Source: an optimization exercise on an open RTL-to-GDS flow (aim: small area). Production flows keep margins and buffers that such runs may drop.
In this exercise RTL edits were held to simulation tests only and were not proved equivalent to the original.
Power is estimated from default activity; no workload was simulated.

### flow/flow/run.sh
#!/bin/bash
# The standard layout (standard.sh, unchanged synthesis) with two layout
# options: port buffers use the smallest buffer cell, and clock tree
# synthesis puts up to 25 sinks on a leaf buffer and inserts no dummy loads.
# The whole ORFS output goes to flow_standard.log.
set -uo pipefail
bash standard.sh \
  BUFFER_PORTS_ARGS="-buffer_cell sky130_fd_sc_hd__buf_1" \
  CTS_ARGS="-sink_clustering_enable -repair_clock_nets -dont_use_dummy_load -sink_clustering_size 25 -sink_clustering_max_diameter 50 -buf_list sky130_fd_sc_hd__clkbuf_16" \
  finish > flow_standard.log 2>&1
### flow/standard.sh
#!/bin/bash
# synth_recipe.tcl (not shown) runs the flow's synth.tcl, then flattens the netlist and writes it again
# the make line also repeats each setting of config.mk as NAME=value (left out here)
make -C /OpenROAD-flow-scripts/flow DESIGN_CONFIG=/design/flow/config.mk WORK_HOME=/design/flow/orfs CLKGATE_MAP_FILE= SYNTH_SCRIPT=/design/flow/synth_recipe.tcl "${@:-finish}"
### flow/config.mk
export PLATFORM = sky130hd
export DESIGN_NAME = armature_law
export DESIGN_NICKNAME = armature_law
export VERILOG_FILES = /design/flow/design.v
export SDC_FILE = /design/flow/constraint.sdc
export NUM_CORES = 4
export LEC_CHECK = 0
export CAP_MARGIN = 20
export CORE_MARGIN = 2
export CORE_UTILIZATION = 60
export PLACE_DENSITY = 0.72
export SLEW_MARGIN = 20
### flow/constraint.sdc
create_clock -name core_clock -period 20.0 [get_ports {clk}]
set_input_delay 4.0000 -clock core_clock [delete_from_list [all_inputs] [get_ports {clk}]]
set_output_delay 4.0000 -clock core_clock [all_outputs]
set_load 0.01 [all_outputs]
### flow/design.v
module armature_law (
    input  wire        clk,
    input  wire        rst,
    input  wire        cfg_we,
    input  wire [6:0]  cfg_addr,
    input  wire [31:0] cfg_wdata,
    input  wire        start,
    input  wire [31:0] meas,
    input  wire [31:0] sp,
    input  wire [31:0] inj,
    input  wire        inj_point,
    output wire        ready,
    output reg         done,
    output wire [31:0] u,
    output wire [31:0] integ,
    output wire [15:0] gain,
    output wire [31:0] err,
    output wire [2:0]  flags
);
    reg [26:0] step;
    reg [31:0] kp, ki, imin, imax, umin, umax, offset;
    reg [15:0] tbl [0:32];
    reg [31:0] integ_r;
    integer i, j;
    always @(posedge clk) begin
        if (cfg_we) begin
            case (cfg_addr)
                7'h00: step   <= cfg_wdata[26:0];
                7'h01: kp     <= cfg_wdata;
                7'h02: ki     <= cfg_wdata;
                7'h03: imin   <= cfg_wdata;
                7'h04: imax   <= cfg_wdata;
                7'h05: umin   <= cfg_wdata;
                7'h06: umax   <= cfg_wdata;
                7'h07: offset <= cfg_wdata;
                default: ;
            endcase
            for (i = 0; i < 33; i = i + 1)
                if (cfg_addr == 7'h40 + i)
                    tbl[i] <= cfg_wdata[15:0];
        end
    end
    reg  [5:0]  c;             
    reg  [31:0] E;             
    reg  [31:0] Z;             
    reg         ipf;           
    reg  [69:0] RP, RI;        
    reg         eprev, fpP, fpI;
    reg  [26:0] REM;
    reg  [5:0]  QD;            
    reg         XL;            
    reg  [5:0]  K;             
    reg  [15:0] G;             
    reg         ilo, ihi, ulo, uhi;
    reg         ovfIr, ovfPr;      
    wire idle = (c == 6'd0);
    assign ready = idle;
    wire go    = idle & start;
    wire ph1   = (c == 6'd1);
    wire ph2   = (c == 6'd2);
    wire ph3   = (c == 6'd3);
    wire phDI0 = (c == 6'd4);
    wire phDI  = (c >= 6'd4)  & (c <= 6'd19);
    wire phDP0 = (c == 6'd20);
    wire phDP  = (c >= 6'd20) & (c <= 6'd35);
    wire phD   = (c >= 6'd4)  & (c <= 6'd35);
    wire phDiv = (c >= 6'd4)  & (c <= 6'd25);
    wire phK   = (c == 6'd10);
    wire phIA  = (c >= 6'd11) & (c <= 6'd26);
    wire phG   = (c == 6'd27);
    wire phFI0 = (c == 6'd28);
    wire phFI  = (c >= 6'd28) & (c <= 6'd51);
    wire phFP0 = (c == 6'd36);
    wire phFP  = (c >= 6'd36) & (c <= 6'd59);
    wire ph52  = (c == 6'd52);
    wire ph53  = (c == 6'd53);
    wire ph54  = (c == 6'd54);
    wire ph55  = (c == 6'd55);
    wire ph56  = (c == 6'd56);
    wire ph57  = (c == 6'd57);
    wire ph60  = (c == 6'd60);
    wire ph61  = (c == 6'd61);
    wire ph62  = (c == 6'd62);
    wire ph63  = (c == 6'd63);
    wire ph58  = (c == 6'd58);
    wire phIA0 = (c == 6'd11);
    wire iam   = phIA | phG;
    wire bd_one = E[0] ^ eprev;
    wire bd_two = (E[1] & ~E[0] & ~eprev) | (~E[1] & E[0] & eprev);
    wire bd_neg = E[1];
    wire bp_one = RP[0] ^ fpP;
    wire bp_two = (RP[1] & ~RP[0] & ~fpP) | (~RP[1] & RP[0] & fpP);
    wire bp_neg = RP[1];
    wire bi_one = RI[0] ^ fpI;
    wire bi_two = (RI[1] & ~RI[0] & ~fpI) | (~RI[1] & RI[0] & fpI);
    wire bi_neg = RI[1];
    wire [35:0] AP = RP[51:16];
    wire [35:0] AI = RI[51:16];
    wire ovfP = ~((&RP[69:49]) | ~(|RP[69:49]));
    wire ovfI = ~((&RI[69:49]) | ~(|RI[69:49]));
    wire [5:0] cn = rst ? 6'd0 : idle ? {5'd0, start} : (c == 6'd63) ? 6'd0 : c + 6'd1;
    reg rZ, rE, rStep, rD, rDI, rIR, rImin, rImax, rOff, rAI, rUmin, rUmax;
    reg rInv, rCin, rA0, rSelI;
    always @(posedge clk) begin
        rZ    <= (cn == 6'd1) | ((cn == 6'd58) & ipf);
        rE    <= (cn == 6'd2);
        rStep <= (cn == 6'd3);
        rD    <= (cn >= 6'd4) & (cn <= 6'd35);
        rDI   <= (cn >= 6'd4) & (cn <= 6'd19);
        rIR   <= (cn == 6'd52);
        rImin <= (cn == 6'd53) | ((cn == 6'd56) & ilo);
        rImax <= (cn == 6'd54) | ((cn == 6'd56) & ~ilo & ihi);
        rOff  <= (cn == 6'd57);
        rAI   <= (cn == 6'd60);
        rUmin <= (cn == 6'd61) | ((cn == 6'd63) & ulo);
        rUmax <= (cn == 6'd62) | ((cn == 6'd63) & ~ulo);
        rInv  <= (cn == 6'd2) | (cn == 6'd53) | (cn == 6'd54) | (cn == 6'd61) | (cn == 6'd62);
        rCin  <= (cn == 6'd2) | (cn == 6'd53) | (cn == 6'd61);
        rA0   <= (cn == 6'd4) | (cn == 6'd20) | ((cn == 6'd56) & (ilo | ihi)) | (cn == 6'd63);
        rSelI <= ((cn >= 6'd4) & (cn <= 6'd19)) | ((cn >= 6'd52) & (cn <= 6'd58));
    end
    wire [31:0] kx   = rDI ? ki : kp;
    wire [35:0] kx_m = bd_one ? {{4{kx[31]}}, kx} :
                       bd_two ? {{3{kx[31]}}, kx, 1'b0} : 36'd0;
    wire [35:0] xS = ({36{rZ}}    & {{4{Z[31]}}, Z})
                   | ({36{rE}}    & {{4{E[31]}}, E})
                   | ({36{rStep}} & {5'd0, step, 4'd0})
                   | ({36{rD}}    & kx_m)
                   | ({36{rIR}}   & {{4{integ_r[31]}}, integ_r})
                   | ({36{rImin}} & {{4{imin[31]}}, imin})
                   | ({36{rImax}} & {{4{imax[31]}}, imax})
                   | ({36{rOff}}  & {{4{offset[31]}}, offset})
                   | ({36{rAI}}   & AI)
                   | ({36{rUmin}} & {{4{umin[31]}}, umin})
                   | ({36{rUmax}} & {{4{umax[31]}}, umax});
    wire inv = rInv | (rD & bd_neg);
    wire cS  = rCin | (rD & bd_neg);
    wire [35:0] bS = xS ^ {36{inv}};
    wire [35:0] aS = rA0 ? 36'd0 : rSelI ? AI : AP;
    wire [35:0] sS;
    wire [36:0] kS;
    assign kS[0] = cS;
    genvar gi;
    generate for (gi = 0; gi < 36; gi = gi + 1) begin : g_adds
        assign sS[gi]   = aS[gi] ^ bS[gi] ^ kS[gi];
        assign kS[gi+1] = (aS[gi] & bS[gi]) | (kS[gi] & (aS[gi] ^ bS[gi]));
    end endgenerate
    wire [5:0]  kb   = XL ? 6'd0 : K[5] ? 6'd32 : {1'b0, K[4:0]};
    wire        fnx  = (c >= 6'd10) & (c <= 6'd25) & dge & ~XL & ~K[5];
    wire [5:0]  tidx = kb + {5'd0, fnx};
    reg  [15:0] tv;
    always @* begin
        tv = 16'd0;
        for (j = 0; j < 33; j = j + 1)
            tv = tv | (tbl[j] & {16{tidx == j}});
    end
    reg  [15:0] tvr;
    always @(posedge clk)
        tvr <= tv;
    wire [17:0] gP_m = bp_one ? {{2{G[15]}}, G} : bp_two ? {G[15], G, 1'b0} : 18'd0;
    wire [17:0] gI_m = bi_one ? {{2{G[15]}}, G} : bi_two ? {G[15], G, 1'b0} : 18'd0;
    wire [35:0] ia_b = phG ? {{19{tvr[15]}}, tvr, 1'b0} : {{20{tvr[15]}}, tvr};
    wire [17:0] hP = iam ? (phIA0 ? 18'd0 : {RP[68:52], 1'b0}) :
                           (phFP0 ? 18'd0 : RP[69:52]);
    wire [17:0] hI = iam ? (phIA0 ? 18'd0 : {RI[68:52], RP[69]}) :
                           (phFI0 ? 18'd0 : RI[69:52]);
    wire [17:0] bHP = iam ? ia_b[17:0]  : bp_neg ? ~gP_m : gP_m;
    wire [17:0] bHI = iam ? ia_b[35:18] : bi_neg ? ~gI_m : gI_m;
    wire [17:0] sHP, sHI;
    wire [18:0] kHP, kHI;
    assign kHP[0] = ~iam & bp_neg;
    assign kHI[0] = iam ? kHP[18] : bi_neg;
    generate for (gi = 0; gi < 18; gi = gi + 1) begin : g_addh
        assign sHP[gi]   = hP[gi] ^ bHP[gi] ^ kHP[gi];
        assign kHP[gi+1] = (hP[gi] & bHP[gi]) | (kHP[gi] & (hP[gi] ^ bHP[gi]));
        assign sHI[gi]   = hI[gi] ^ bHI[gi] ^ kHI[gi];
        assign kHI[gi+1] = (hI[gi] & bHI[gi]) | (kHI[gi] & (hI[gi] ^ bHI[gi]));
    end endgenerate
    wire [35:0] sIA = {sHI, sHP};
    wire        sovf  = sS[32] ^ sS[31];
    wire [31:0] ssat  = sovf ? {sS[32], {31{~sS[32]}}} : sS[31:0];
    wire [27:0] dtry = {REM, QD[5]};
    wire [27:0] dsb  = ~{1'b0, step};
    wire [27:0] ddif;
    wire [28:0] dk;
    assign dk[0] = 1'b1;
    generate for (gi = 0; gi < 28; gi = gi + 1) begin : g_div
        assign ddif[gi]  = dtry[gi] ^ dsb[gi] ^ dk[gi];
        assign dk[gi+1]  = (dtry[gi] & dsb[gi]) | (dk[gi] & (dtry[gi] ^ dsb[gi]));
    end endgenerate
    wire dge = dk[28];            
    always @(posedge clk) begin
        if (rst) begin
            c       <= 6'd0;
            done    <= 1'b0;
            integ_r <= 32'd0;
        end else begin
            done <= 1'b0;
            if (idle) begin
                if (cfg_we && cfg_addr == 7'h08)
                    integ_r <= cfg_wdata;
                if (start)
                    c <= 6'd1;
            end else if (ph63) begin
                c    <= 6'd0;
                done <= 1'b1;
            end else begin
                c <= c + 6'd1;
            end
            if (ph56)
                integ_r <= sS[31:0];
        end
    end
    always @(posedge clk) begin
        if (go) begin
            Z   <= inj;
            ipf <= inj_point;
        end
        if (go)
            E <= meas;
        else if (ph2)
            E <= ssat;
        else if (phD)
            E <= {E[1:0], E[31:2]};
        if (ph3 | (c == 6'd19))
            eprev <= 1'b0;
        else if (phD)
            eprev <= E[1];
        if (go)
            RP[51:16] <= {{4{sp[31]}}, sp};
        else if ((ph1 & ~ipf) | ph2)
            RP[51:16] <= {{4{ssat[31]}}, ssat};
        else if (ph60 | (ph63 & (ulo | uhi)))
            RP[51:16] <= sS;
        else if (phDP | phFP) begin
            RP[51:50] <= phFP ? sHP[1:0] : {2{sS[35]}};
            RP[49:16] <= phFP ? RP[51:18] : sS[35:2];
            RP[15:0]  <= {phFP ? RP[17:16] : sS[1:0], RP[15:2]};
        end
        if (phFP)
            RP[69:52] <= {{2{sHP[17]}}, sHP[17:2]};
        else if (phIA)
            RP[69:52] <= sHP;
        if (ph52 | ph56 | ph57 | ph58)
            RI[51:16] <= sS;
        else if (phDI | phFI) begin
            RI[51:50] <= phFI ? sHI[1:0] : {2{sS[35]}};
            RI[49:16] <= phFI ? RI[51:18] : sS[35:2];
            RI[15:0]  <= {phFI ? RI[17:16] : sS[1:0], RI[15:2]};
        end
        if (phFI)
            RI[69:52] <= {{2{sHI[17]}}, sHI[17:2]};
        else if (phIA)
            RI[69:52] <= sHI;
        if (phG)
            fpI <= 1'b0;
        else if (phFI)
            fpI <= RI[1];
        if (c == 6'd35)
            fpP <= 1'b0;
        else if (phFP)
            fpP <= RP[1];
        if (ph3) begin
            REM <= {1'b0, sS[31:6]};
            QD  <= sS[5:0];
            XL  <= sS[35] | ~(|sS);
        end else if (phDiv) begin
            REM <= dge ? ddif[26:0] : dtry[26:0];
            QD  <= {QD[4:0], 1'b0};
        end
        if (phDiv & (c <= 6'd9))
            K <= {K[4:0], dge};
        if (phG)
            G <= sIA[32:17];
        if (ph52) ovfIr <= ovfI;
        if (ph60) ovfPr <= ovfP;
        if (ph53) ilo <= ovfIr ?  RI[69] :  sS[35];
        if (ph54) ihi <= ovfIr ? ~RI[69] : ~sS[35];
        if (ph61) ulo <= ovfPr ?  RP[69] :  sS[35];
        if (ph62) uhi <= ovfPr ? ~RP[69] : ~sS[35];
    end
    assign u     = AP[31:0];
    assign integ = integ_r;
    assign gain  = G;
    assign err   = E;
    assign flags = {ulo | uhi, ihi, ilo};
endmodule
==> out/metrics.csv, run 1 <==
stage,metric,value,unit
setup_path,CP max-delay cell,edfxtp_1,
floorplan,num rows,107,
drt,drt wl/cell,32.4,µm
pwr,P_leak,18.1,nW
setup_path,startpoint types,flip-flop,
run,total of max-cap violations,0,
clocking,clk root buf,clkbuf_16,
layout,Final Instance Count excl. Fillers,5357,
setup_path,Max stage delay on crit path,0.58,ns
grt,Overflow after GRT,0,
timing,Max Clock Freq,52.9,MHz
clocking,worst-skew pair later-pin latency,0.69,ns
status,status,"complete, no violations",
setup_path,Worst R2R Start,E[0],
floorplan,Die ar.,88900,µm²
floorplan,CORE AREA,85400,µm²
logic_synthesis,"Seq/Total Area, Yosys",63.3,%
place,dpl hpwl,115000,µm
clocking,clock sink count,1120,
floorplan,Die X,298,µm
grt,total track usage,38.4,%
logic_synthesis,Area contributors post-synth,"edfxtp_1 (60%), a22oi_1 (3.8%), fa_1 (3.7%), nand2_1 (2.9%), dfxtp_1 (2.9%)",
timing,setup TNS,0,ns
timing,Slew headroom,18.1,%
setup_path,Worst EP required,20.42,ns
timing,RSZ-0062 raised after global routing,false,
logic_synthesis,Mapped Nets,4313,
min_path,hold path cells,0,
clocking,htree depth,3,
setup_path,"Max FO, Critical Path",29,
clocking,clock tree buffer depth,3,
drt,Post-route DRC,0,
setup_path,Setup crit start,E[0],
clocking,CTS tree,done,
floorplan,Initial Util,60.8,%
logic_synthesis,Cells after Synth,4069,
logic_synthesis,Synth Cell Area,51900,µm²
logic_synthesis,syn_area_per_cell,12.8,µm²
layout,most frequent cells in the layout,"edfxtp_1 (1045), nand2_1 (402), a21oi_1 (270)",
clocking,# resized after CTS,0,
clocking,setup bufs post-CTS,0,
setup_path,Crit path top cell by count,fa_1,
setup_path,CP arrival,19.32,ns
pwr,Cell Pwr Density,114,nW/µm²
clocking,cts hold-fix bufs,0,
clocking,Worst-path clk slew,0.06,ns
timing,Fin. Hold Viols,0,
drt,DRT Wirelength,174000,µm
layout,Area Growth Syn to Fin,9.45,%
layout,Nets,4454,
pwr,peak supply drop,0.0973,mV
logic_synthesis,ys flop type,edfxtp_1,
timing,crit share post-route,94.5,%
drt,ANT nets after route,0,
drt,vias per inst,7.12,
grt,largest net degree at the start of global routing,92,
min_path,Hold/Removal Path Class,reg2reg,
logic_synthesis,Post-synth ARST share,0,%
floorplan,Top-Level Pins,257,
place,GPL Wtd Cong,0.969,
setup_path,cells on worst reg2reg path,47,
timing,# setup viols final,0,
logic_synthesis,number of flops mapped to enable cells by yosys,1045,
floorplan,die height,298,µm
grt,vias in the first global route,35300,
logic_synthesis,largest area contributor in the netlist,edfxtp_1,
layout,"commonest non-fill, non-tap cell in the layout",edfxtp_1,
timing,Slew @ Worst Pin,1.22,ns
logic_synthesis,synthesized flop and latch total,1120,
timing,Slew Limit Fails,0,
layout,FILL cells,6324,
setup_path,crit end category,flip-flop,
clocking,total CTS buffers,108,
drt,routed vias,38100,
grt,first-pass GRT wire length,247000,µm
place,placed cell count,5243,
setup_path,Setup CP Type,reg2reg,
logic_synthesis,warnings from Yosys,2,
drt,DR pass1 iterations,7,
layout,Layout Utilization,66.5,%
place,Port Buffers,256,
timing,Worst Clk Skew,0.0728,ns
timing,fin crit period,18.89,ns
min_path,HP Start,RI[13],
drt,Initial DRC Count,7186,
logic_synthesis,synth unique cells,97,
grt,antenna violations before repair,11,
layout,share of post-route cells with drive strength above 1,10.0,%
logic_synthesis,Yosys top cell area share,60.4,%
-- area by class of cell --
cell class / count / area (µm²) / area share (%)
Antenna cell: 5 / 12.5 / 0.0220
Clock buffer: 108 / 2700 / 4.76
Inverter: 80 / 303 / 0.533
Multi-Input combinational cell: 2506 / 17400 / 30.7
Sequential cell: 1120 / 32900 / 57.9
Tap cell: 1144 / 1430 / 2.52
Timing Repair Buffer: 394 / 2080 / 3.66
-- logic make-up (layout without fill, tap and decap cells) --
group / after synthesis / after routing / share of synthesized area [%]
other cells: 0 / 5 / 0
simple gates: 1010 / 1010 / 9.01
xor+xnor: 54 / 54 / 0.961
mux: 126 / 126 / 2.59
flops: 1120 / 1120 / 63.3
buf+inv: 443 / 582 / 3.59
compound gates: 1153 / 1153 / 15.5
fa+ha+maj: 163 / 163 / 5.03
-- metrics by stage --
step | hold WS [ns] | instance area (µm²) | setup slack [ns] | power, mW
after floorplan | 0.400 | 51900 | 1.51 | 3.98
after global routing | 0.413 | 56800 | 0.330 | 6.63
after CTS | 0.379 | 56800 | 1.10 | 6.34
after detailed placement | 0.405 | 54100 | 1.17 | 4.64
final | 0.373 | 56800 | 1.11 | 6.47
after global placement | 0.400 | 54000 | 1.09 | 4.61
-- per-layer routing --
layer / share of wire, % / routed length (µm) / vias to the layer above / track usage (%)
met3: 18 / 30900 / 429 / 16.1
li1: - / - / 15900 / -
met1: 37 / 63500 / 18600 / 54.8
met5: 0.0075 / 13 / - / 0
met4: 3.7 / 6420 / 2 / 12.1
met2: 42 / 72900 / 3273 / 53.7
-- path summary, 6_finish.rpt --
path / end / slack, ns
setup / recovery: RP[50] / 1.11
hold / removal: RI[11] / 0.37
setup reg to reg: RP[50] / 1.11
hold reg to reg: RI[11] / 0.37
-- power breakdown --
group,switching (mW),internal [mW],leakage (nW),total (mW)
Sequential,0.140,2.74,10.1,2.88
Clock,0.802,0.939,1.33,1.74
Combinational,1.24,0.605,6.73,1.85
Total,2.18,4.28,18.1,6.47
-- registers in the layout, indices dropped and copies added, names as in the netlist, 6 cells and up --
signal	flops
RI	70
imax	32
ki	32
umin	32
QD	6
c	6
tbl	528
kp	32
umax	32
Z	32
integ_r	32
K	6
offset	32
imin	32
step	27
E	32
G	16
RP	70
tvr	16
REM	27
-- critical path, delay by kind of cell (launching register included) --
family          cells  cell delay (ns)
compound gates      3             0.74
flops               1             0.58
buf+inv             3             0.49
fa+ha+maj          34            15.32
xor+xnor            5             1.21
simple gates        2             0.29
-- synth_stat cells, drive strengths merged, types with 14 or more instances --
cell type / count
edfxtp: 1045
nand2: 405
clkbuf: 276
a21oi: 275
a22oi: 260
nor2: 248
o211ai: 116
o21ai: 115
fa: 96
buf: 87
inv: 77
mux2i: 76
dfxtp: 75
nand3: 72
maj3: 59
a221oi: 57
mux2: 48
nand4: 45
nor2b: 45
or2: 45
o22ai: 44
xor2: 40
a22o: 38
o221ai: 35
o31ai: 32
nor3: 30
a32oi: 28
a211oi: 27
o2111ai: 27
and2: 24
nor4: 23
a222oi: 19
and3: 18
xnor2: 14
==> run 2, diff against run 1 <==
--- a/flow/design.v
+++ b/flow/design.v
@@ -48,6 +48,7 @@
     reg         eprev, fpP, fpI;
     reg  [26:0] REM;
     reg  [5:0]  QD;            
+    reg         fq;            
     reg         XL;            
     reg  [5:0]  K;             
     reg  [15:0] G;             
@@ -82,7 +83,6 @@
     wire ph61  = (c == 6'd61);
     wire ph62  = (c == 6'd62);
     wire ph63  = (c == 6'd63);
-    wire ph58  = (c == 6'd58);
     wire phIA0 = (c == 6'd11);
     wire iam   = phIA | phG;
     wire bd_one = E[0] ^ eprev;
@@ -96,47 +96,32 @@
     wire bi_neg = RI[1];
     wire [35:0] AP = RP[51:16];
     wire [35:0] AI = RI[51:16];
+    wire [31:0] kx   = phDI ? ki : kp;
+    wire [35:0] kx_m = bd_one ? {{4{kx[31]}}, kx} :
+                       bd_two ? {{3{kx[31]}}, kx, 1'b0} : 36'd0;
     wire ovfP = ~((&RP[69:49]) | ~(|RP[69:49]));
     wire ovfI = ~((&RI[69:49]) | ~(|RI[69:49]));
-    wire [5:0] cn = rst ? 6'd0 : idle ? {5'd0, start} : (c == 6'd63) ? 6'd0 : c + 6'd1;
-    reg rZ, rE, rStep, rD, rDI, rIR, rImin, rImax, rOff, rAI, rUmin, rUmax;
-    reg rInv, rCin, rA0, rSelI;
-    always @(posedge clk) begin
-        rZ    <= (cn == 6'd1) | ((cn == 6'd58) & ipf);
-        rE    <= (cn == 6'd2);
-        rStep <= (cn == 6'd3);
-        rD    <= (cn >= 6'd4) & (cn <= 6'd35);
-        rDI   <= (cn >= 6'd4) & (cn <= 6'd19);
-        rIR   <= (cn == 6'd52);
-        rImin <= (cn == 6'd53) | ((cn == 6'd56) & ilo);
-        rImax <= (cn == 6'd54) | ((cn == 6'd56) & ~ilo & ihi);
-        rOff  <= (cn == 6'd57);
-        rAI   <= (cn == 6'd60);
-        rUmin <= (cn == 6'd61) | ((cn == 6'd63) & ulo);
-        rUmax <= (cn == 6'd62) | ((cn == 6'd63) & ~ulo);
-        rInv  <= (cn == 6'd2) | (cn == 6'd53) | (cn == 6'd54) | (cn == 6'd61) | (cn == 6'd62);
-        rCin  <= (cn == 6'd2) | (cn == 6'd53) | (cn == 6'd61);
-        rA0   <= (cn == 6'd4) | (cn == 6'd20) | ((cn == 6'd56) & (ilo | ihi)) | (cn == 6'd63);
-        rSelI <= ((cn >= 6'd4) & (cn <= 6'd19)) | ((cn >= 6'd52) & (cn <= 6'd58));
-    end
-    wire [31:0] kx   = rDI ? ki : kp;
-    wire [35:0] kx_m = bd_one ? {{4{kx[31]}}, kx} :
-                       bd_two ? {{3{kx[31]}}, kx, 1'b0} : 36'd0;
-    wire [35:0] xS = ({36{rZ}}    & {{4{Z[31]}}, Z})
-                   | ({36{rE}}    & {{4{E[31]}}, E})
-                   | ({36{rStep}} & {5'd0, step, 4'd0})
-                   | ({36{rD}}    & kx_m)
-                   | ({36{rIR}}   & {{4{integ_r[31]}}, integ_r})
-                   | ({36{rImin}} & {{4{imin[31]}}, imin})
-                   | ({36{rImax}} & {{4{imax[31]}}, imax})
-                   | ({36{rOff}}  & {{4{offset[31]}}, offset})
-                   | ({36{rAI}}   & AI)
-                   | ({36{rUmin}} & {{4{umin[31]}}, umin})
-                   | ({36{rUmax}} & {{4{umax[31]}}, umax});
-    wire inv = rInv | (rD & bd_neg);
-    wire cS  = rCin | (rD & bd_neg);
+    reg  [35:0] xS;
+    always @* begin
+        xS = 36'd0;
+        if (ph1 | (ph57 & ipf)) xS = {{4{Z[31]}}, Z};
+        if (ph2) xS = {{4{E[31]}}, E};
+        if (ph3) xS = {5'd0, step, 4'd0};
+        if (phD) xS = kx_m;
+        if (ph52) xS = {{4{integ_r[31]}}, integ_r};
+        if (ph53 | (ph55 & ilo)) xS = {{4{imin[31]}}, imin};
+        if (ph54 | (ph55 & ~ilo & ihi)) xS = {{4{imax[31]}}, imax};
+        if (ph56) xS = {{4{offset[31]}}, offset};
+        if (ph60) xS = AI;
+        if (ph61 | (ph63 & ulo)) xS = {{4{umin[31]}}, umin};
+        if (ph62 | (ph63 & ~ulo)) xS = {{4{umax[31]}}, umax};
+    end
+    wire inv = ph2 | (phD & bd_neg) | ph53 | ph54 | ph61 | ph62;
+    wire cS  = ph2 | (phD & bd_neg) | ph53 | ph61;
     wire [35:0] bS = xS ^ {36{inv}};
-    wire [35:0] aS = rA0 ? 36'd0 : rSelI ? AI : AP;
+    wire selI = phDI | ph52 | ph53 | ph54 | ph55 | ph56 | ph57;
+    wire [35:0] aS = (phDI0 | phDP0 | (ph55 & (ilo | ihi)) | ph63) ? 36'd0 :
+                     selI ? AI : AP;
     wire [35:0] sS;
     wire [36:0] kS;
     assign kS[0] = cS;
@@ -145,21 +130,17 @@
         assign sS[gi]   = aS[gi] ^ bS[gi] ^ kS[gi];
         assign kS[gi+1] = (aS[gi] & bS[gi]) | (kS[gi] & (aS[gi] ^ bS[gi]));
     end endgenerate
-    wire [5:0]  kb   = XL ? 6'd0 : K[5] ? 6'd32 : {1'b0, K[4:0]};
-    wire        fnx  = (c >= 6'd10) & (c <= 6'd25) & dge & ~XL & ~K[5];
-    wire [5:0]  tidx = kb + {5'd0, fnx};
+    wire        fbit = phIA & fq & ~XL & ~K[5];
+    wire [5:0]  tidx = K + {5'd0, fbit};
     reg  [15:0] tv;
     always @* begin
         tv = 16'd0;
         for (j = 0; j < 33; j = j + 1)
             tv = tv | (tbl[j] & {16{tidx == j}});
     end
-    reg  [15:0] tvr;
-    always @(posedge clk)
-        tvr <= tv;
     wire [17:0] gP_m = bp_one ? {{2{G[15]}}, G} : bp_two ? {G[15], G, 1'b0} : 18'd0;
     wire [17:0] gI_m = bi_one ? {{2{G[15]}}, G} : bi_two ? {G[15], G, 1'b0} : 18'd0;
-    wire [35:0] ia_b = phG ? {{19{tvr[15]}}, tvr, 1'b0} : {{20{tvr[15]}}, tvr};
+    wire [35:0] ia_b = phG ? {{19{tv[15]}}, tv, 1'b0} : {{20{tv[15]}}, tv};
     wire [17:0] hP = iam ? (phIA0 ? 18'd0 : {RP[68:52], 1'b0}) :
                            (phFP0 ? 18'd0 : RP[69:52]);
     wire [17:0] hI = iam ? (phIA0 ? 18'd0 : {RI[68:52], RP[69]}) :
@@ -207,7 +188,7 @@
             end else begin
                 c <= c + 6'd1;
             end
-            if (ph56)
+            if (ph55)
                 integ_r <= sS[31:0];
         end
     end
@@ -241,7 +222,7 @@
             RP[69:52] <= {{2{sHP[17]}}, sHP[17:2]};
         else if (phIA)
             RP[69:52] <= sHP;
-        if (ph52 | ph56 | ph57 | ph58)
+        if (ph52 | ph55 | ph56 | ph57)
             RI[51:16] <= sS;
         else if (phDI | phFI) begin
             RI[51:50] <= phFI ? sHI[1:0] : {2{sS[35]}};
@@ -268,7 +249,13 @@
             REM <= dge ? ddif[26:0] : dtry[26:0];
             QD  <= {QD[4:0], 1'b0};
         end
-        if (phDiv & (c <= 6'd9))
+        fq <= dge;
+        if (phK) begin
+            if (XL)
+                K <= 6'd0;
+            else if (K[5])
+                K[4:0] <= 5'd0;
+        end else if (phDiv & (c <= 6'd9))
             K <= {K[4:0], dge};
         if (phG)
             G <= sIA[32:17];
--- a/flow/config.mk
+++ b/flow/config.mk
@@ -5,6 +5,7 @@
 export SDC_FILE = /design/flow/constraint.sdc
 export NUM_CORES = 4
 export LEC_CHECK = 0
+export ABC_AREA = 1
 export CAP_MARGIN = 20
 export CORE_MARGIN = 2
 export CORE_UTILIZATION = 60
==> out/metrics.csv, run 2 <==
stage,metric,value,unit
pwr,Cell Pwr Density,121,nW/µm²
clocking,worst-skew pair later-pin latency,0.70,ns
drt,DRT Wirelength,157000,µm
logic_synthesis,top-count cell post-synth,edfxtp_1,
logic_synthesis,Post-synth ARST share,0,%
setup_path,crit end category,flip-flop,
layout,register area,32300,µm²
setup_path,Max stage delay on crit path,0.50,ns
logic_synthesis,syn_area_per_cell,11.5,µm²
layout,Area Growth Syn to Fin,10.1,%
logic_synthesis,Cells after Synth,4362,
setup_path,CP arrival,19.50,ns
setup_path,CP max-delay cell,o21ai_0,
drt,vias per inst,6.59,
clocking,clock sink count,1089,
timing,Slew @ Worst Pin,1.24,ns
setup_path,Setup CP Type,reg2reg,
clocking,clock tree buffer depth,3,
pwr,peak supply drop,0.104,mV
drt,ANT nets after route,0,
floorplan,Die X,293,µm
grt,largest net degree at the start of global routing,82,
run,total of max-cap violations,0,
min_path,Hold/Removal Path Class,reg2reg,
clocking,Worst-path clk slew,0.06,ns
drt,routed vias,37200,
timing,Max Clock Freq,52.3,MHz
layout,Final Instance Count excl. Fillers,5643,
pwr,Sequential Power Share,42.0,%
clocking,cts hold-fix bufs,0,
layout,FILL cells,6130,
timing,Fin. Hold Viols,0,
clocking,htree depth,3,
logic_synthesis,synth unique cells,50,
clocking,total CTS buffers,102,
place,GPL Wtd Cong,1.00,
timing,crit share post-route,95.6,%
setup_path,Worst EP required,20.38,ns
floorplan,num rows,105,
layout,max reg flops,528,
drt,Post-route DRC,0,
grt,total track usage,36.2,%
pwr,part of the power in the clock network,24.9,%
pwr,total net switching power,2.40,mW
floorplan,Die ar.,85800,µm²
logic_synthesis,warnings from Yosys,2,
layout,"commonest non-fill, non-tap cell in the layout",edfxtp_1,
clocking,CTS tree,done,
pwr,total power,6.69,mW
floorplan,die height,293,µm
drt,drt wl/cell,27.8,µm
timing,Slew headroom,16.2,%
place,Port Buffers,256,
floorplan,CORE AREA,82400,µm²
timing,# setup viols final,0,
drt,Initial DRC Count,6584,
logic_synthesis,largest area contributor in the netlist,edfxtp_1,
logic_synthesis,Synth Cell Area,50100,µm²
logic_synthesis,Yosys top cell area share,62.6,%
timing,fin crit period,19.13,ns
logic_synthesis,Area contributors post-synth,"edfxtp_1 (63%), nand2_1 (5.7%), fa_1 (3.8%), o21ai_0 (3.2%), a21oi_1 (3.1%)",
status,status,"complete, no violations",
logic_synthesis,"Seq/Total Area, Yosys",64.4,%
place,placed cell count,5536,
logic_synthesis,Mapped Nets,4605,
layout,share of post-route cells with drive strength above 1,8.34,%
grt,Overflow after GRT,0,
drt,DR pass1 iterations,7,
setup_path,"Max FO, Critical Path",31,
clocking,clk root buf,clkbuf_16,
floorplan,Top-Level Pins,257,
timing,Worst Clk Skew,0.0947,ns
setup_path,Crit path top cell by count,fa_1,
pwr,Int Pwr,4.29,mW
grt,first-pass GRT wire length,228000,µm
layout,Nets,4816,
grt,antenna violations before repair,9,
pwr,switching share of power,35.9,%
timing,Slew Limit Fails,0,
layout,most frequent cells in the layout,"edfxtp_1 (1045), nand2_1 (753), inv_1 (319)",
grt,vias in the first global route,34300,
floorplan,Initial Util,60.8,%
logic_synthesis,number of flops mapped to enable cells by yosys,1045,
pwr,combinational share of power,33.1,%
pwr,P_leak,19.6,nW
place,dpl hpwl,107000,µm
logic_synthesis,synthesized flop and latch total,1089,
layout,biggest regs,"tbl x528, RI x70, RP x70",
logic_synthesis,ys flop type,edfxtp_1,
layout,Multi-input gate area,15700,µm²
logic_synthesis,Synth top cells by count,"edfxtp_1 (1045), nand2_1 (758), inv_1 (324)",
layout,Top reg by flops,tbl,
setup_path,startpoint types,flip-flop,
run 2: cell types whose count changed in the layout (fill, tap and decap cells not counted), moves of 48 or more:
cell	previous run	this run
mux2_2	48	0
inv_1	76	319
maj3_1	59	0
a22oi_1	260	66
nand3_1	69	173
o21ai_0	108	316
nand2_1	402	753
mux2i_1	76	15
run 2: path summary, 6_finish.rpt:
kind                             start     end  slack (ns)  depth (start not counted)
worst max register to register    c[1]  RP[50]        0.87                         64
worst max-delay path              c[1]  RP[50]        0.87                         64
worst min register to register  RP[14]  RP[12]        0.42                          0
worst min-delay path            RP[14]  RP[12]        0.42                          0
run 2: layout make-up:
type	instances	area share (%)
Timing Repair Buffer	382	3.59
Antenna cell	2	0.00908
Multi-Input combinational cell	2647	28.4
Clock buffer	102	4.63
Tap cell	1070	2.43
Sequential cell	1089	58.5
Inverter	351	2.39
run 2: power groups by stage:
stage	registers [mW]	clock network, mW	logic, mW
after floorplan	2.80	0	1.41
after global placement	2.85	0	2.06
after detailed placement	2.85	0	2.08
after CTS	2.80	1.67	2.10
after global routing	2.81	1.74	2.39
final	2.81	1.66	2.22
run 2: worst max-delay path, delay by kind of cell (launching register included):
kind / cells / cell delay (ns)
flip-flops: 1 / 0.35
XOR/XNOR: 3 / 0.53
buffers and inverters: 5 / 0.54
AND/OR/NAND/NOR: 14 / 1.21
adder cells (fa/ha/maj): 34 / 14.82
AO/OA/AOI/OAI: 8 / 1.38
run 2: timing repair:
item | 4_1_cts | 5_1_grt
setup buffers | 0 | 1
setup endpoints to repair | 0 | 82
gates resized for setup | 0 | 48
run 2: metrics by stage:
stage          setup WS [ns]  hold WS (ns)  setup TNS (ns)  instance area (µm²)  utilization [%]
5_1_grt              -0.0288         0.422         -0.0570                55100             66.9
6_report               0.874         0.420               0                55100             66.9
2_1_floorplan           1.02         0.400               0                50100                -
3_3_place_gp           0.382         0.402               0                52400             63.6
4_1_cts               0.0881         0.422               0                54900             66.7
3_5_place_dp           0.214         0.405               0                52400             63.6
run 2: logic make-up after synthesis:
| group | count (synthesis) | share of synthesized area [%] |
|---|---|---|
| compound gates | 1141 | 14.0 |
| xor+xnor | 72 | 1.27 |
| fa+ha+maj | 103 | 4.01 |
| buf+inv | 626 | 4.98 |
| flops | 1089 | 64.4 |
| mux | 15 | 0.300 |
| simple gates | 1316 | 11.0 |
run 2: metal layers:
layer	track usage [%]	vias to the layer above	routed length (µm)	part of all wire, %
met5	0	-	23	0.015
met4	11.4	4	5180	3.3
met3	10.4	272	24100	15
met2	51.7	2747	67100	43
met1	54.1	18000	60500	39
li1	-	16100	-	-
==> run 3, diff against run 2 <==
==> flow/flow/run.sh (replaced) <==
#!/bin/bash
# The standard layout (standard.sh, unchanged synthesis) with two layout
# options: port buffers use the smallest buffer cell, and clock tree
# synthesis puts up to 12 sinks on a small leaf buffer and inserts no dummy loads.
# The whole ORFS output goes to flow_standard.log.
set -uo pipefail
bash standard.sh \
  BUFFER_PORTS_ARGS="-buffer_cell sky130_fd_sc_hd__buf_1" \
  CTS_ARGS="-sink_clustering_enable -repair_clock_nets -dont_use_dummy_load -sink_clustering_size 12 -sink_clustering_max_diameter 30 -sink_clustering_buffer sky130_fd_sc_hd__clkbuf_4 -buf_list sky130_fd_sc_hd__clkbuf_16" \
  finish > flow_standard.log 2>&1
--- a/flow/config.mk
+++ b/flow/config.mk
@@ -6,8 +6,8 @@
 export NUM_CORES = 4
 export LEC_CHECK = 0
 export ABC_AREA = 1
-export CAP_MARGIN = 20
+export CAP_MARGIN = 10
 export CORE_MARGIN = 2
 export CORE_UTILIZATION = 60
 export PLACE_DENSITY = 0.72
-export SLEW_MARGIN = 20
+export SLEW_MARGIN = 10
==> out/metrics.csv, run 3 <==
stage,metric,value,unit
timing,Fin. Hold Viols,0,
setup_path,Setup CP Type,reg2reg,
logic_synthesis,Yosys top cell area share,62.6,%
floorplan,CORE AREA,82400,µm²
floorplan,Top-Level Pins,257,
layout,biggest regs,"tbl x528, RI x70, RP x70",
min_path,HP Start,RP[14],
logic_synthesis,Post-synth ARST share,0,%
floorplan,die height,293,µm
place,placed cell count,5535,
drt,met3 routed WL,24800,µm
floorplan,Initial Util,60.8,%
setup_path,cells on worst reg2reg path,70,
place,Port Buffers,256,
clocking,Worst-path clk slew,0.09,ns
status,status,"complete, no violations",
place,GPL Wtd Cong,1.00,
timing,Max Clock Freq,52.2,MHz
floorplan,Die X,293,µm
timing,crit share post-route,95.8,%
clocking,total CTS buffers,198,
logic_synthesis,"Seq/Total Area, Yosys",64.4,%
floorplan,num rows,105,
clocking,clk root buf,clkbuf_16,
pwr,Sequential Power Share,44.2,%
logic_synthesis,ys flop type,edfxtp_1,
timing,fin crit period,19.16,ns
logic_synthesis,Synth Cell Area,50100,µm²
setup_path,startpoint types,flip-flop,
setup_path,Top delay family on crit path,adder cells,
layout,Top reg by flops,tbl,
logic_synthesis,top-count cell post-synth,edfxtp_1,
logic_synthesis,Mapped Nets,4605,
pwr,part of the power in the clock network,20.9,%
clocking,CTS tree,done,
drt,routed vias,37600,
drt,Initial DRC Count,6237,
grt,largest net degree at the start of global routing,82,
layout,Area Growth Syn to Fin,8.40,%
layout,"commonest non-fill, non-tap cell in the layout",edfxtp_1,
setup_path,Crit path top cell by count,fa_1,
clocking,clock sink count,1089,
drt,met2 WL,66600,µm
layout,"Design Area, Final",54300,µm²
logic_synthesis,synthesized flop and latch total,1089,
setup_path,WP buf/inv,12,
grt,antenna violations before repair,9,
drt,max layer used,met5,
drt,vias per inst,6.56,
timing,# setup viols final,0,
timing,fin worst setup slack,0.840,ns
setup_path,CP arrival,19.59,ns
drt,Metal-1 WL,60700,µm
drt,Post-route DRC,0,
grt,Overflow after GRT,0,
pwr,peak supply drop,0.101,mV
logic_synthesis,warnings from Yosys,2,
layout,Nets,4909,
drt,DR pass1 iterations,7,
setup_path,Max stage delay on crit path,0.47,ns
drt,DRT Wirelength,157000,µm
run,total of max-cap violations,0,
grt,first-pass GRT wire length,229000,µm
setup_path,"Max FO, Critical Path",7,
clocking,htree depth,4,
pwr,switching share of power,37.6,%
layout,max reg flops,528,
place,dpl hpwl,107000,µm
clocking,worst-skew pair later-pin latency,0.76,ns
logic_synthesis,Cells after Synth,4362,
setup_path,Setup crit start,c[3],
timing,Slew @ Worst Pin,1.31,ns
timing,Worst Clk Skew,0.0892,ns
setup_path,Worst EP required,20.43,ns
place,"Cell Area, Placed",52400,µm²
pwr,Cell Pwr Density,117,nW/µm²
floorplan,Die ar.,85800,µm²
logic_synthesis,number of flops mapped to enable cells by yosys,1045,
timing,Slew Limit Fails,0,
setup_path,Worst R2R Start,c[3],
grt,total track usage,36.6,%
setup_path,r2r endpoint,RI[67],
setup_path,R2R setup slack,0.84,ns
place,Place WS,0.148,ns
logic_synthesis,synth unique cells,50,
drt,drt wl/cell,27.4,µm
pwr,Int Pwr,3.96,mW
setup_path,crit end category,flip-flop,
logic_synthesis,syn_area_per_cell,11.5,µm²
layout,Final Instance Count excl. Fillers,5738,
clocking,setup bufs post-CTS,0,
logic_synthesis,Area contributors post-synth,"edfxtp_1 (63%), nand2_1 (5.7%), fa_1 (3.8%), o21ai_0 (3.2%), a21oi_1 (3.1%)",
logic_synthesis,Synth top cells by count,"edfxtp_1 (1045), nand2_1 (758), inv_1 (324)",
min_path,Hold/Removal Path Class,reg2reg,
setup_path,CP max-delay cell,fa_1,
grt,vias in the first global route,34900,
layout,share of post-route cells with drive strength above 1,10.1,%
pwr,combinational share of power,34.8,%
pwr,P_leak,19.4,nW
drt,ANT nets after route,0,
timing,Slew headroom,12.1,%
pwr,total net switching power,2.38,mW
min_path,hold path cells,0,
clocking,clock tree buffer depth,3,
layout,most frequent cells in the layout,"edfxtp_1 (1045), nand2_1 (752), inv_1 (319)",
min_path,"Endpoint, Worst Hold",RP[12],
logic_synthesis,largest area contributor in the netlist,edfxtp_1,
[run 3: cell counts after synthesis]
No cell type changed its count.
[run 3: worst max path at each step]
stage | cells after the start | endpoint
2_1_floorplan | 68 | RI[67]
3_3_place_gp | 64 | RP[50]
3_5_place_dp | 70 | RI[67]
4_1_cts | 70 | RI[67]
5_1_grt | 70 | RI[68]
6_report | 70 | RI[67]
[run 3: timing repair]
item,4_1_cts,5_1_grt
endpoints found under the setup margin,0,82
hold buffers,0,0
endpoints found under the hold margin,0,0
gates resized for setup,0,46
[run 3: routing by layer]
layer | track usage [%] | up-vias
li1 | - | 16400
met1 | 53.6 | 18000
met2 | 51.1 | 2887
met3 | 12.7 | 333
met4 | 12.4 | 6
met5 | 0 | -
[run 3: area by class of cell]
type                       instances  area (µm²)
antenna                            4        10.0
clock buffer                     198        1780
fill                            6316       28100
inverter                         351        1320
multi-input combinational       2647       15700
sequential                      1089       32300
tap                             1070        1340
timing repair buffer             379        1920
[run 3: per-stage QoR]
stage / TNS (ns) / hold WS (ns) / utilization, % / total power [mW]
CTS: 0 / 0.376 / 65.7 / 6.23
global route: -0.0997 / 0.370 / 65.9 / 6.61
floorplan: 0 / 0.400 / - / 4.21
detailed placement: 0 / 0.405 / 63.6 / 4.93
finish: 0 / 0.379 / 65.9 / 6.34
global placement: 0 / 0.402 / 63.6 / 4.91
[run 3: worst register-to-register path: cells and delay by family, from the launching register on]
family                   cells  cell delay (ns)
XOR/XNOR                     3             0.62
AND/OR/NAND/NOR             12             1.27
flip-flops                   1             0.34
AO/OA/AOI/OAI                6             0.83
adder cells (fa/ha/maj)     37            14.66
buffers and inverters       12             1.20
[run 3: cell families after synthesis]
logic type	after synthesis	share of synthesized area (%)
and+or+nand+nor	1316	11.0
AOI/OAI and AO/OA	1141	14.0
DFF	1089	64.4
buffers and inverters	626	4.98
adders and majority gates	103	4.01
xor gates and xnor gates	72	1.27
muxes	15	0.300
[run 3: power groups by stage]
stage               clock network [mW]  registers, mW  logic, mW
floorplan                            0           2.80       1.41
global placement                     0           2.85       2.06
detailed placement                   0           2.85       2.08
CTS                               1.33           2.80       2.10
global route                      1.42           2.81       2.38
finish                            1.33           2.81       2.21
==> run 4, diff against run 3 <==
==> flow/flow/run.sh (replaced) <==
#!/bin/bash
# The standard layout (standard.sh, unchanged synthesis) with two layout
# options: port buffers use the smallest buffer cell, and clock tree
# synthesis puts up to 20 sinks on a mid-size leaf buffer and inserts no dummy loads.
# The whole ORFS output goes to flow_standard.log.
set -uo pipefail
bash standard.sh \
  BUFFER_PORTS_ARGS="-buffer_cell sky130_fd_sc_hd__buf_1" \
  CTS_ARGS="-sink_clustering_enable -repair_clock_nets -dont_use_dummy_load -sink_clustering_size 20 -sink_clustering_max_diameter 45 -sink_clustering_buffer sky130_fd_sc_hd__clkbuf_8 -buf_list sky130_fd_sc_hd__clkbuf_16" \
  finish > flow_standard.log 2>&1
==> out/metrics.csv, run 4 <==
stage,metric,value,unit
floorplan,Top-Level Pins,257,
timing,Fin. Hold Viols,0,
run,total of max-cap violations,0,
logic_synthesis,syn_area_per_cell,11.5,µm²
layout,biggest regs,"tbl x528, RI x70, RP x70",
setup_path,CP max-delay cell,fa_1,
clocking,clock sink count,1089,
drt,routed vias,37100,
logic_synthesis,Synth Cell Area,50100,µm²
drt,ANT nets after route,0,
logic_synthesis,Area contributors post-synth,"edfxtp_1 (63%), nand2_1 (5.7%), fa_1 (3.8%), o21ai_0 (3.2%), a21oi_1 (3.1%)",
place,GPL Wtd Cong,1.00,
grt,largest net degree at the start of global routing,82,
logic_synthesis,Synth top cells by count,"edfxtp_1 (1045), nand2_1 (758), inv_1 (324)",
timing,crit share post-route,95.9,%
pwr,Cell Pwr Density,116,nW/µm²
timing,# setup viols final,0,
setup_path,startpoint types,flip-flop,
clocking,worst-skew pair later-pin latency,0.67,ns
clocking,total CTS buffers,119,
grt,GRT met3 Usage,10.9,%
logic_synthesis,Yosys top cell area share,62.6,%
timing,Slew @ Worst Pin,1.27,ns
layout,Area Growth Syn to Fin,8.32,%
setup_path,"Max FO, Critical Path",6,
logic_synthesis,Mapped Nets,4605,
drt,DRT Wirelength,157000,µm
setup_path,cells on worst reg2reg path,64,
layout,FILL cells,6285,
logic_synthesis,"Seq/Total Area, Yosys",64.4,%
timing,setup TNS,0,ns
drt,Post-route DRC,0,
min_path,hold path cells,0,
layout,most frequent cells in the layout,"edfxtp_1 (1045), nand2_1 (753), inv_1 (320)",
min_path,Hold/Removal Path Class,reg2reg,
clocking,htree depth,3,
logic_synthesis,number of flops mapped to enable cells by yosys,1045,
drt,drt wl/cell,27.7,µm
logic_synthesis,Post-synth ARST share,0,%
grt,met1 usage,54.0,%
logic_synthesis,warnings from Yosys,2,
layout,share of post-route cells with drive strength above 1,8.55,%
timing,Slew Limit Fails,0,
layout,"commonest non-fill, non-tap cell in the layout",edfxtp_1,
timing,fin worst setup slack,0.819,ns
grt,first-pass GRT wire length,228000,µm
floorplan,die height,293,µm
drt,DR pass1 iterations,6,
setup_path,Crit path top cell by count,fa_1,
setup_path,Worst EP required,20.38,ns
layout,Layout Utilization,65.9,%
place,Place WS,0.148,ns
floorplan,num rows,105,
pwr,P_leak,19.2,nW
setup_path,Max stage delay on crit path,0.49,ns
grt,routing usage on met2,51.2,%
grt,total track usage,36.2,%
logic_synthesis,synthesized flop and latch total,1089,
drt,vias per inst,6.56,
logic_synthesis,Cells after Synth,4362,
logic_synthesis,synth unique cells,50,
clocking,CTS tree,done,
status,status,"complete, no violations",
layout,Top reg by flops,tbl,
logic_synthesis,largest area contributor in the netlist,edfxtp_1,
setup_path,CP arrival,19.56,ns
pwr,peak supply drop,0.0853,mV
grt,Overflow after GRT,0,
timing,Max Clock Freq,52.1,MHz
layout,max reg flops,528,
grt,vias in the first global route,34200,
timing,RSZ-0062 raised after global routing,false,
drt,Initial DRC Count,6557,
grt,antenna violations before repair,7,
clocking,clock tree buffer depth,3,
timing,fin crit period,19.18,ns
clocking,cts hold-fix bufs,0,
place,Port Buffers,256,
logic_synthesis,top-count cell post-synth,edfxtp_1,
timing,Slew headroom,14.8,%
setup_path,Setup CP Type,reg2reg,
timing,Worst Clk Skew,0.0857,ns
floorplan,Initial Util,60.8,%
setup_path,crit end category,flip-flop,
place,dpl hpwl,107000,µm
floorplan,Die X,293,µm
clocking,clk root buf,clkbuf_16,
layout,Nets,4831,
floorplan,CORE AREA,82400,µm²
grt,GRT busiest layer,met1,
clocking,Worst-path clk slew,0.07,ns
floorplan,Die ar.,85800,µm²
logic_synthesis,ys flop type,edfxtp_1,
run 4: cell families (layout without fill, tap and decap cells):
logic type	count (synthesis)	after routing	share of synthesized area, %
fa+ha+maj	103	103	4.01
buf+inv	626	850	4.98
mux	15	15	0.300
compound gates	1141	1141	14.0
xor+xnor	72	72	1.27
other cells	0	3	0
simple gates	1316	1316	11.0
flops	1089	1089	64.4
run 4: worst max-delay path: cells and delay by family, from the launching register on:
kind | cells | cell delay (ns)
DFF | 1 | 0.36
AOI/OAI and AO/OA | 7 | 0.90
xor gates and xnor gates | 3 | 0.58
buffers and inverters | 5 | 0.40
adders and majority gates | 36 | 15.54
and+or+nand+nor | 13 | 1.13
run 4: per-layer routing:
metal  share of wire, %  vias up
li1                   -    16200
met1                 39    17800
met2                 42     2827
met3                 15      318
met4                3.4        6
met5              0.020        -
run 4: what timing repair did:
| action | in CTS | in global routing |
|---|---|---|
| setup endpoints to repair | 0 | 81 |
| gates resized for setup | 0 | 44 |
| endpoints found under the hold margin | 0 | 0 |
| setup buffers | 0 | 1 |
run 4: report_power, final:
part	switching (mW)	internal (mW)	total, mW
Clock	0.734	0.569	1.30
Sequential	0.110	2.70	2.81
Combinational	1.51	0.699	2.21
Total	2.35	3.96	6.32
run 4: final timing paths:
path / startpoint / to / slack [ns]
hold / removal: RP[15] / RP[13] / 0.42
hold reg to reg: RP[15] / RP[13] / 0.42
setup reg to reg: c[1] / RP[50] / 0.82
setup / recovery: c[1] / RP[50] / 0.82
run 4: final cells by class:
type                    count  area (µm²)  area share [%]
multi-input cells        2647       15700            28.9
repair buffers            380        1920            3.55
well taps                1070        1340            2.47
clock buffers             119        1740            3.21
inverters                 351        1320            2.43
diodes                      3        7.51          0.0138
flip-flops and latches   1089       32300            59.5
run 4: metrics by stage:
step	cell area, µm²	hold WS [ns]	power [mW]	instances
floorplan	50100	0.400	4.21	4362
global placement	52400	0.402	4.91	5535
detailed placement	52400	0.405	4.93	5535
CTS	54100	0.410	6.20	5654
global route	54300	0.423	6.57	5658
finish	54300	0.416	6.32	5659
==> run 5, diff against run 4 <==
==> flow/flow/run.sh (replaced) <==
#!/bin/bash
# The standard layout (standard.sh, unchanged synthesis) with two layout
# options: port buffers use the smallest buffer cell, and clock tree
# synthesis puts up to 32 sinks on a leaf buffer and inserts no dummy loads.
# The whole ORFS output goes to flow_standard.log.
set -uo pipefail
bash standard.sh \
  BUFFER_PORTS_ARGS="-buffer_cell sky130_fd_sc_hd__buf_1" \
  CTS_ARGS="-sink_clustering_enable -repair_clock_nets -dont_use_dummy_load -sink_clustering_size 32 -sink_clustering_max_diameter 65 -buf_list sky130_fd_sc_hd__clkbuf_16" \
  finish > flow_standard.log 2>&1
==> out/metrics.csv, run 5 <==
stage,metric,value,unit
logic_synthesis,Yosys top cell area share,62.6,%
floorplan,Die X,293,µm
floorplan,die height,293,µm
layout,Nets,4780,
place,"Cell Area, Placed",52400,µm²
floorplan,Top-Level Pins,257,
pwr,P_leak,19.2,nW
timing,Slew Limit Fails,0,
clocking,worst-skew pair later-pin latency,0.67,ns
drt,Post-route DRC,0,
layout,most frequent cells in the layout,"edfxtp_1 (1045), nand2_1 (752), inv_1 (320)",
logic_synthesis,Post-synth ARST share,0,%
drt,drt wl/cell,27.7,µm
clocking,total CTS buffers,66,
place,GPL Wtd Cong,1.00,
setup_path,startpoint types,flip-flop,
timing,Fin. Hold Viols,0,
setup_path,crit end category,flip-flop,
logic_synthesis,Mapped Nets,4605,
timing,fin worst setup slack,0.881,ns
drt,vias per inst,6.57,
timing,Slew @ Worst Pin,1.27,ns
logic_synthesis,top-count cell post-synth,edfxtp_1,
layout,register area,32300,µm²
clocking,clock tree buffer depth,3,
logic_synthesis,Synth Cell Area,50100,µm²
layout,Area Growth Syn to Fin,8.18,%
floorplan,num rows,105,
pwr,Cell Pwr Density,116,nW/µm²
grt,vias in the first global route,33600,
run,total of max-cap violations,0,
logic_synthesis,Synth top cells by count,"edfxtp_1 (1045), nand2_1 (758), inv_1 (324)",
status,status,"complete, no violations",
floorplan,Die ar.,85800,µm²
place,Place WS,0.148,ns
timing,setup TNS,0,ns
logic_synthesis,Cells after Synth,4362,
timing,Slew headroom,14.8,%
pwr,peak supply drop,0.112,mV
layout,Final Instance Count excl. Fillers,5609,
timing,RSZ-0062 raised after global routing,false,
logic_synthesis,synthesized flop and latch total,1089,
clocking,htree depth,3,
grt,Overflow after GRT,0,
grt,first-pass GRT wire length,226000,µm
layout,Multi-input gate area,15700,µm²
layout,FILL cells,6275,
setup_path,Worst EP required,20.36,ns
floorplan,Initial Util,60.8,%
clocking,cts hold-fix bufs,0,
grt,total track usage,36.0,%
logic_synthesis,warnings from Yosys,2,
setup_path,Setup CP Type,reg2reg,
min_path,Hold/Removal Path Class,reg2reg,
clocking,clock sink count,1089,
timing,Max Clock Freq,52.3,MHz
timing,crit share post-route,95.6,%
place,Port Buffers,256,
place,dpl hpwl,107000,µm
logic_synthesis,largest area contributor in the netlist,edfxtp_1,
setup_path,R2R setup slack,0.88,ns
layout,"commonest non-fill, non-tap cell in the layout",edfxtp_1,
logic_synthesis,ys flop type,edfxtp_1,
layout,"Design Area, Final",54200,µm²
layout,share of post-route cells with drive strength above 1,7.54,%
grt,antenna violations before repair,9,
clocking,CTS tree,done,
drt,Initial DRC Count,6354,
clocking,clk root buf,clkbuf_16,
drt,DR pass1 iterations,6,
logic_synthesis,number of flops mapped to enable cells by yosys,1045,
logic_synthesis,Area contributors post-synth,"edfxtp_1 (63%), nand2_1 (5.7%), fa_1 (3.8%), o21ai_0 (3.2%), a21oi_1 (3.1%)",
drt,routed vias,36800,
clocking,Worst-path clk slew,0.09,ns
timing,Worst Clk Skew,0.101,ns
setup_path,Crit path top cell by count,fa_1,
setup_path,Max stage delay on crit path,0.49,ns
logic_synthesis,"Seq/Total Area, Yosys",64.4,%
drt,DRT Wirelength,156000,µm
timing,fin crit period,19.12,ns
setup_path,CP arrival,19.48,ns
place,placed cell count,5535,
setup_path,"Max FO, Critical Path",6,
drt,ANT nets after route,0,
layout,biggest regs,"tbl x528, RI x70, RP x70",
setup_path,CP max-delay cell,fa_1,
logic_synthesis,synth unique cells,50,
layout,Top reg by flops,tbl,
floorplan,CORE AREA,82400,µm²
logic_synthesis,syn_area_per_cell,11.5,µm²
timing,# setup viols final,0,
grt,largest net degree at the start of global routing,82,
layout,max reg flops,528,
run 5: cell counts after synthesis:
No cell type changed its count.
run 5: kinds of logic (layout without fill, tap and decap cells):
group / after synthesis / count (layout) / synth area share, %
simple gates: 1316 / 1316 / 11.0
compound gates: 1141 / 1141 / 14.0
flops: 1089 / 1089 / 64.4
buf+inv: 626 / 799 / 4.98
fa+ha+maj: 103 / 103 / 4.01
xor+xnor: 72 / 72 / 1.27
mux: 15 / 15 / 0.300
other cells: 0 / 4 / 0
run 5: per-layer routing:
metal	track usage (%)	part of all wire, %	up-vias
met2	51.3	43	2639
met4	10.2	3.0	6
met5	0	0.024	-
met1	54.2	39	17900
met3	10.3	15	252
li1	-	-	16100
run 5: per-stage QoR:
| stage | util (%) | power [mW] | hold slack, ns |
|---|---|---|---|
| after global routing | 65.8 | 6.56 | 0.413 |
| final | 65.8 | 6.31 | 0.413 |
| after global placement | 63.6 | 4.91 | 0.402 |
| after floorplan | - | 4.21 | 0.400 |
| after detailed placement | 63.6 | 4.93 | 0.405 |
| after CTS | 65.6 | 6.19 | 0.402 |
run 5: layout make-up:
| type | count | area share (%) |
|---|---|---|
| tap | 1070 | 2.47 |
| antenna | 4 | 0.0185 |
| multi-input combinational | 2647 | 28.9 |
| clock buffer | 66 | 3.05 |
| sequential | 1089 | 59.5 |
| inverter | 351 | 2.43 |
| timing repair buffer | 382 | 3.57 |
run 5: worst max-delay path: cells and delay by family, from the launching register on:
kind,cells,cell delay (ns)
adder cells (fa/ha/maj),35,15.25
AND/OR/NAND/NOR,12,1.29
AO/OA/AOI/OAI,6,0.79
buffers and inverters,6,0.59
XOR/XNOR,3,0.58
flip-flops,1,0.35
run 5: final timing paths:
check / start / cells after the start / endpoint
hold / removal: RP[15] / 0 / RP[13]
hold reg to reg: RP[15] / 0 / RP[13]
setup / recovery: c[3] / 62 / RP[50]
setup reg to reg: c[3] / 62 / RP[50]
run 5: report_power, final:
group	switching, mW	total [mW]	internal (mW)
registers	0.112	2.81	2.69
logic	1.51	2.21	0.698
clock network	0.706	1.29	0.588
total	2.33	6.31	3.98
run 5: timing repair:
action / CTS / global route
endpoints found under the setup margin: 0 / 82
buffers inserted: 0 / 4
gates resized for setup: 0 / 44
==> run 6, diff against run 5 <==
--- a/flow/design.v
+++ b/flow/design.v
@@ -45,7 +45,7 @@
     reg  [31:0] Z;             
     reg         ipf;           
     reg  [69:0] RP, RI;        
-    reg         eprev, fpP, fpI;
+    reg         fpP, fpI;
     reg  [26:0] REM;
     reg  [5:0]  QD;            
     reg         fq;            
@@ -85,9 +85,18 @@
     wire ph63  = (c == 6'd63);
     wire phIA0 = (c == 6'd11);
     wire iam   = phIA | phG;
-    wire bd_one = E[0] ^ eprev;
-    wire bd_two = (E[1] & ~E[0] & ~eprev) | (~E[1] & E[0] & eprev);
-    wire bd_neg = E[1];
+    wire [5:0]  cn  = idle ? 6'd1 : c + 6'd1;
+    wire [3:0]  di  = cn[3:0] - 4'd4;
+    wire [32:0] ex  = {E, 1'b0};
+    wire        e_b1 = ex[{1'b0, di, 1'b1} + 6'd1];
+    wire        e_b0 = ex[{1'b0, di, 1'b0} + 6'd1];
+    wire        e_bp = ex[{1'b0, di, 1'b0}];
+    reg         bd_one, bd_two, bd_neg;
+    always @(posedge clk) begin
+        bd_one <= e_b0 ^ e_bp;
+        bd_two <= (e_b1 & ~e_b0 & ~e_bp) | (~e_b1 & e_b0 & e_bp);
+        bd_neg <= e_b1;
+    end
     wire bp_one = RP[0] ^ fpP;
     wire bp_two = (RP[1] & ~RP[0] & ~fpP) | (~RP[1] & RP[0] & fpP);
     wire bp_neg = RP[1];
@@ -201,12 +210,6 @@
             E <= meas;
         else if (ph2)
             E <= ssat;
-        else if (phD)
-            E <= {E[1:0], E[31:2]};
-        if (ph3 | (c == 6'd19))
-            eprev <= 1'b0;
-        else if (phD)
-            eprev <= E[1];
         if (go)
             RP[51:16] <= {{4{sp[31]}}, sp};
         else if ((ph1 & ~ipf) | ph2)
==> out/metrics.csv, run 6 <==
stage,metric,value,unit
logic_synthesis,top-count cell post-synth,edfxtp_1,
layout,Top reg by flops,tbl,
logic_synthesis,number of flops mapped to enable cells by yosys,1045,
drt,drt wl/cell,29.9,µm
pwr,P_leak,19.5,nW
floorplan,CORE AREA,83600,µm²
drt,ANT nets after route,0,
grt,first-pass GRT wire length,242000,µm
grt,largest net degree at the start of global routing,90,
logic_synthesis,Area contributors post-synth,"edfxtp_1 (62%), nand2_1 (5.4%), fa_1 (3.8%), o21ai_0 (3.7%), inv_1 (2.8%)",
setup_path,Setup CP Type,reg2reg,
clocking,total CTS buffers,66,
logic_synthesis,syn_area_per_cell,11.4,µm²
layout,"commonest non-fill, non-tap cell in the layout",edfxtp_1,
logic_synthesis,Synth top cells by count,"edfxtp_1 (1045), nand2_1 (727), inv_1 (383)",
place,Place WS,0.266,ns
min_path,Hold/Removal Path Class,reg2reg,
logic_synthesis,ys flop type,edfxtp_1,
clocking,cts hold-fix bufs,0,
timing,# setup viols final,0,
floorplan,Top-Level Pins,257,
min_path,hold path cells,0,
timing,Min Hold Slack,0.383,ns
setup_path,crit end category,flip-flop,
clocking,htree depth,3,
logic_synthesis,Yosys top cell area share,62.1,%
drt,routed vias,38100,
drt,Initial DRC Count,6364,
pwr,Sequential Power Share,44.7,%
drt,DRT Wirelength,171000,µm
timing,Fin. Hold Viols,0,
pwr,Cell Pwr Density,117,nW/µm²
pwr,peak supply drop,0.115,mV
timing,Slew Limit Fails,0,
floorplan,die height,294,µm
layout,share of post-route cells with drive strength above 1,7.72,%
layout,FILL cells,6443,
pwr,switching share of power,38.0,%
setup_path,"Max FO, Critical Path",7,
drt,Post-route DRC,0,
floorplan,Die X,294,µm
setup_path,CP max-delay cell,fa_1,
clocking,Worst-path clk slew,0.11,ns
setup_path,startpoint types,flip-flop,
status,status,"complete, no violations",
timing,Slew @ Worst Pin,1.21,ns
clocking,worst-skew pair later-pin latency,0.68,ns
setup_path,cells on worst reg2reg path,62,
place,GPL Wtd Cong,1.05,
floorplan,Die ar.,86600,µm²
logic_synthesis,synthesized flop and latch total,1091,
layout,Nets,4883,
timing,fin worst setup slack,0.728,ns
setup_path,CP arrival,19.65,ns
timing,Slew headroom,19.2,%
grt,Overflow after GRT,0,
pwr,part of the power in the clock network,20.3,%
logic_synthesis,Cells after Synth,4430,
logic_synthesis,Synth Cell Area,50500,µm²
layout,most frequent cells in the layout,"edfxtp_1 (1045), nand2_1 (722), inv_1 (377)",
drt,vias per inst,6.67,
setup_path,Max stage delay on crit path,0.47,ns
clocking,clock tree buffer depth,3,
setup_path,Crit path top cell by count,fa_1,
timing,fin crit period,19.27,ns
timing,Max Clock Freq,51.9,MHz
layout,register area,32300,µm²
layout,Area Growth Syn to Fin,8.54,%
pwr,Int Pwr,3.99,mW
logic_synthesis,synth unique cells,56,
place,dpl hpwl,119000,µm
logic_synthesis,largest area contributor in the netlist,edfxtp_1,
timing,RSZ-0062 raised after global routing,true,
grt,antenna violations before repair,9,
clocking,clock sink count,1091,
grt,vias in the first global route,34500,
drt,DR pass1 iterations,8,
layout,Multi-input gate area,15800,µm²
place,Port Buffers,256,
logic_synthesis,Mapped Nets,4675,
clocking,CTS tree,done,
clocking,clk root buf,clkbuf_16,
grt,total track usage,39.2,%
logic_synthesis,"Seq/Total Area, Yosys",63.9,%
setup_path,Worst EP required,20.38,ns
timing,Worst Clk Skew,0.108,ns
place,"Cell Area, Placed",53000,µm²
layout,"Design Area, Final",54800,µm²
timing,crit share post-route,96.4,%
floorplan,Initial Util,60.5,%
run,total of max-cap violations,0,
floorplan,num rows,106,
pwr,combinational share of power,35.0,%
layout,Layout Utilization,65.6,%
layout,max reg flops,528,
pwr,total net switching power,2.44,mW
logic_synthesis,Post-synth ARST share,0,%
layout,biggest regs,"tbl x528, RI x70, RP x70",
logic_synthesis,warnings from Yosys,2,
-- run 6: timing repair --
| action | 4_1_cts | 5_1_grt |
|---|---|---|
| endpoints found under the setup margin | 0 | 24 |
| setup buffers | 0 | 4 |
| resized for setup | 0 | 52 |
-- run 6: layout make-up --
class / instances / share of cell area [%]
clock buffers: 66 / 3.01
multi-input cells: 2661 / 28.8
inverters: 399 / 2.74
repair buffers: 419 / 4.09
flip-flops and latches: 1091 / 58.9
well taps: 1080 / 2.46
diodes: 2 / 0.00913
-- run 6: cells by family after synthesis --
group                    Yosys count  share of synthesized area (%)
AO/OA/AOI/OAI                   1171                           14.4
AND/OR/NAND/NOR                 1297                           10.8
flip-flops                      1091                           63.9
XOR/XNOR                          73                           1.28
adder cells (fa/ha/maj)          105                           4.03
multiplexers                      15                          0.300
buffers and inverters            678                           5.35
-- run 6: stage by stage --
stage               power, mW  std cells  setup TNS, ns
CTS                      6.29       5712              0
global placement         5.00       5646              0
global route             6.63       5718         -0.125
finish                   6.43       5718              0
floorplan                4.18       4430              0
detailed placement       5.03       5646              0
-- run 6: final timing paths --
path / end / slack (ns) / from
hold reg to reg: RI[8] / 0.38 / RI[10]
setup reg to reg: RP[51] / 0.73 / c[5]
hold / removal: RI[8] / 0.38 / RI[10]
setup / recovery: RP[51] / 0.73 / c[5]
-- run 6: power groups by stage --
stage               logic, mW  registers [mW]  clock network (mW)
floorplan                1.33            2.85                   0
global placement         2.08            2.91                   0
detailed placement       2.12            2.91                   0
CTS                      2.12            2.86                1.31
global route             2.39            2.87                1.37
finish                   2.25            2.88                1.30
-- run 6: worst max-delay path, delay by kind of cell, from the launching register on --
| kind | cells | cell delay (ns) |
|---|---|---|
| xor+xnor | 3 | 0.60 |
| buf+inv | 4 | 0.28 |
| fa+ha+maj | 35 | 15.30 |
| flops | 1 | 0.33 |
| simple gates | 12 | 1.43 |
| compound gates | 8 | 1.02 |
-- run 6: per-layer routing --
metal  vias up  global-route usage, %  routed length, µm
met2      2783                   54.6              72100
met1     18600                   56.5              65800
li1      16300                      -                  -
met4        14                   11.7               5900
met5         -                   1.42                231
met3       325                   15.7              27200

-- separate check: timing with driven ports --
How much do the figures lean on ideal ports? The routed layouts below were timed once more, with nothing changed but the port constraints. Step 1: set_driving_cell puts a clkbuf_16 on clk and a buf_2 on each other input, an assumption about the parent block. Step 2, shift: input delay + t, output delay - t, t = (earliest + latest rising clock arrival at the registers) / 2. This alone moves slack from input paths to output paths. Three values: ideal ports, drivers, drivers and shift; two values: the first two.
run	shift t [ns]	setup slack, ns	hold WS [ns]	worst setup path at the end	slew at the worst register clock pin (ns)
run 1	0.728	1.107 / 1.107 / 1.107	0.373 / 0.373 / 0.373	register to register	0.08 / 0.08
run 2	0.723	0.874 / 0.874 / 0.874	0.420 / 0.420 / 0.420	register to register	0.09 / 0.09
run 3	0.782	0.840 / 0.840 / 0.840	0.379 / 0.379 / 0.379	register to register	0.11 / 0.11
run 4	0.699	0.819 / 0.819 / 0.819	0.416 / 0.416 / 0.416	register to register	0.11 / 0.11
run 5	0.684	0.881 / 0.881 / 0.881	0.413 / 0.413 / 0.413	register to register	0.12 / 0.12
run 6	0.692	0.728 / 0.728 / 0.728	0.383 / 0.383 / 0.383	register to register	0.11 / 0.11
After both steps setup and hold are still met in every run listed.
